This is an optimization exercise on Yosys and OpenROAD, whose aim is small area, a short achievable clock period and few clock cycles, not a production implementation.
Function was checked by simulation only, so behaviour that the tests miss may differ from the original. No driver is modelled on the clock port, so clocking that relies on it looks cheaper here than on a real chip.

## job 5868
// be_rank
module be_rank #(
    parameter N  = 32,
    parameter IW = 5                  
) (
    input  wire          clk,
    input  wire          rst,         
    input  wire [1:0]    cfg_mode,
    input  wire          cfg_sigma_neg,    
    input  wire [7:0]    cfg_wv,
    input  wire [7:0]    cfg_wh,
    input  wire [7:0]    cfg_wt,
    input  wire [7:0]    cfg_wl,
    input  wire [3:0]    cfg_shift,
    input  wire [15:0]   cfg_vrefc,
    input  wire [7:0]    cfg_tavgp,        
    input  wire          in_valid,
    output wire          in_ready,
    input  wire          in_last,
    input  wire [15:0]   in_vcap,
    input  wire [7:0]    in_temp,          
    input  wire [9:0]    in_life,
    input  wire          in_ins,           
    input  wire          in_obs,           
    output wire          out_valid,
    input  wire          out_ready,
    output wire          out_last,
    output wire          out_unranked,
    output wire [IW-1:0] out_rank,
    output wire [15:0]   out_score
);
Size: ~1500 flip-flops, roughly 130 I/O pins, about 66000 um^2 of cells after synthesis.
export LEC_CHECK = 0
export CAP_MARGIN = 20
export CORE_MARGIN = 2
export CORE_UTILIZATION = 65
export CTS_CLUSTER_DIAMETER = 60
export CTS_CLUSTER_SIZE = 30
export SLEW_MARGIN = 20
create_clock -name core_clock -period 27.0 [get_ports {clk}]
standard.sh (not shown) runs the stock make flow with config.mk's settings and CLKGATE_MAP_FILE= SYNTH_SCRIPT=/design/flow/synth_recipe.tcl, a recipe that flattens the netlist after the stock synthesis.
==> flow/flow/run.sh <==
#!/bin/bash
# Standard layout, with the port buffers made from buf_2 cells and clock
# tree synthesis without dummy loads.
set -euo pipefail
export BUFFER_PORTS_ARGS="-buffer_cell sky130_fd_sc_hd__buf_2"
export CTS_ARGS="-sink_clustering_enable -repair_clock_nets -sink_clustering_size 30 -sink_clustering_max_diameter 150 -dont_use_dummy_load"
bash standard.sh > standard.log 2>&1
The flow did not stop early for job 5868: all stages ran, and the layout cleared the timing, DRC and antenna checks.
Testbench counts of job 5868, summed over its fixed seeds: cycles 12,576.
### job 5868 -> job 4873
==> flow/flow/run.sh <==
#!/bin/bash
# Standard layout, with the port buffers made from buf_2 cells.
set -euo pipefail
export BUFFER_PORTS_ARGS="-buffer_cell sky130_fd_sc_hd__buf_2"
bash standard.sh > standard.log 2>&1
Findings:
Count of buffer and inverter cells on the critical path: job 4873 vs job 5868, no meaningful difference. Job 4873 against job 5868: smallest hold slack lost 0.019 ns; transition time at the pin with the least slew margin picked up an extra 0.049 ns; critical path data arrival time neither gained nor lost much.
Setup changes, job 4873 to job 5446
# job 4873
export LEC_CHECK = 0
export CAP_MARGIN = 20
export CORE_MARGIN = 2
export CORE_UTILIZATION = 65
export CTS_CLUSTER_DIAMETER = 60
export CTS_CLUSTER_SIZE = 30
export SLEW_MARGIN = 20
create_clock -name core_clock -period 27.0 [get_ports {clk}]
# job 5446
export LEC_CHECK = 0
export CAP_MARGIN = 5
export CORE_MARGIN = 2
export CORE_UTILIZATION = 65
export CTS_CLUSTER_DIAMETER = 60
export CTS_CLUSTER_SIZE = 30
export SLEW_MARGIN = 5
create_clock -name core_clock -period 27.0 [get_ports {clk}]
==> flow/flow/run.sh <==
#!/bin/bash
# Standard layout, with the port buffers made from buf_2 cells and clock
# tree synthesis without dummy loads.
set -euo pipefail
export BUFFER_PORTS_ARGS="-buffer_cell sky130_fd_sc_hd__buf_2"
export CTS_ARGS="-sink_clustering_enable -repair_clock_nets -sink_clustering_size 30 -sink_clustering_max_diameter 150 -dont_use_dummy_load"
bash standard.sh > standard.log 2>&1
==> comparison <==
No stage failed in job 4873, and the final checks on the layout all came back clean. Both conditions hold for job 5446: the flow ran to the end and the final layout passed the timing, DRC and antenna checks. Between job 4873 and job 5446, the cell count went down. [job 5446 vs job 4873] cell area: lower in job 5446. Diff job 4873 -> job 5446 | fraction of area in registers | increase of 1.6 points.
Setup changes, job 5446 to job 9702
# job 5446
export LEC_CHECK = 0
export CAP_MARGIN = 5
export CORE_MARGIN = 2
export CORE_UTILIZATION = 65
export CTS_CLUSTER_DIAMETER = 60
export CTS_CLUSTER_SIZE = 30
export SLEW_MARGIN = 5
create_clock -name core_clock -period 27.0 [get_ports {clk}]
# job 9702
export LEC_CHECK = 0
export ABC_AREA = 1
export CAP_MARGIN = 20
export CORE_MARGIN = 2
export CORE_UTILIZATION = 65
export CTS_CLUSTER_DIAMETER = 60
export CTS_CLUSTER_SIZE = 30
export SLEW_MARGIN = 20
create_clock -name core_clock -period 27.0 [get_ports {clk}]
==> flow/flow/run.sh <==
#!/bin/bash
# Standard layout, with the port buffers made from buf_2 cells.
set -euo pipefail
export BUFFER_PORTS_ARGS="-buffer_cell sky130_fd_sc_hd__buf_2"
bash standard.sh > standard.log 2>&1
[summary]
- Across job 5446 and job 9702, the outcome is the same: a clean finish for every run.
- From job 5446 to job 9702, total number of cells along the worst setup path did not move at all.
- A launch point of the worst path of ob_d[13]$_DFFE_PP_ is what job 5446 shows, while ob_d[20]$_DFFE_PP_ belongs to job 9702.
- Per the comparison of job 9702 with job 5446, final weighted congestion in routability-driven placement increased 3.7%, design area now larger.
#### Input delta (job 4784 over job 9702)
# job 9702
export LEC_CHECK = 0
export ABC_AREA = 1
export CAP_MARGIN = 20
export CORE_MARGIN = 2
export CORE_UTILIZATION = 65
export CTS_CLUSTER_DIAMETER = 60
export CTS_CLUSTER_SIZE = 30
export SLEW_MARGIN = 20
create_clock -name core_clock -period 27.0 [get_ports {clk}]
# job 4784
export LEC_CHECK = 0
export CAP_MARGIN = 20
export CORE_MARGIN = 2
export CORE_UTILIZATION = 65
export CTS_CLUSTER_DIAMETER = 60
export CTS_CLUSTER_SIZE = 30
export SLEW_MARGIN = 20
create_clock -name core_clock -period 27.0 [get_ports {clk}]
==> flow/flow/run.sh <==
#!/bin/bash
# Standard layout, with the port buffers made from buf_2 cells and clock
# tree synthesis without dummy loads.
set -euo pipefail
export BUFFER_PORTS_ARGS="-buffer_cell sky130_fd_sc_hd__buf_2"
export CTS_ARGS="-sink_clustering_enable -repair_clock_nets -sink_clustering_size 30 -sink_clustering_max_diameter 60 -dont_use_dummy_load"
bash standard.sh > standard.log 2>&1
- For job 4784, the worst setup path startpoint was ob_d[13]$_DFFE_PP_, unlike job 9702, where it was ob_d[20]$_DFFE_PP_.
- Higher multi-input gate share of the layout cell area goes to job 4784 over job 9702.
- Clock period minus worst slack, job 9702 and job 4784: lower on job 4784
- A dominant combinational cell family by area after synthesis of adder cells is what job 4784 shows, while simple AND/OR/NAND/NOR gates belongs to job 9702.
- Job 4784 has count of clock-buffer cells in the layout below what job 9702 had.
- [job 4784] first-iteration DRC count fell about 20% relative to job 9702
- Going from job 9702 to job 4784, the wire length was found to have gone down by 5.1%.

afterwards: timing with drivers on the ports:
The flow's constraints put no driver on any port. The routed layouts listed below were extracted and timed again, unchanged, in two steps. Step 1 assumes that a clkbuf_16 drives the clock port and a buf_2 every other input. Step 2 also shifts input and output timing later by t, the mid clock arrival at the registers, as if the neighbouring blocks saw the same clock. a / b / c = no drivers / after step 1 / after step 2; a / b = the first two.
| run | t (ns) | slack for setup (ns) | worst setup path at the end | clock arrival spread, ns | worst data-port slew with drivers (ns) |
|---|---|---|---|---|---|
| job 5868 | 0.754 | 20.353 / 20.279 / 20.489 | input to register | 0.067 / 0.067 | 0.05 |
| job 4873 | 0.776 | 20.355 / 20.279 / 20.496 | input to register | 0.062 / 0.061 | 0.05 |
| job 5446 | 0.756 | 20.359 / 20.285 / 20.283 | input to register | 0.066 / 0.066 | 0.05 |
| job 9702 | 0.794 | 20.245 / 20.171 / 20.382 | input to register | 0.041 / 0.042 | 0.05 |
| job 4784 | 0.738 | 20.369 / 20.294 / 20.492 | input to register | 0.115 / 0.116 | 0.06 |
After both steps setup and hold are still met in every run listed. The setup slack of job 5446, which loses most, moves by -0.074 ns with the drivers and by -0.076 ns with both steps.
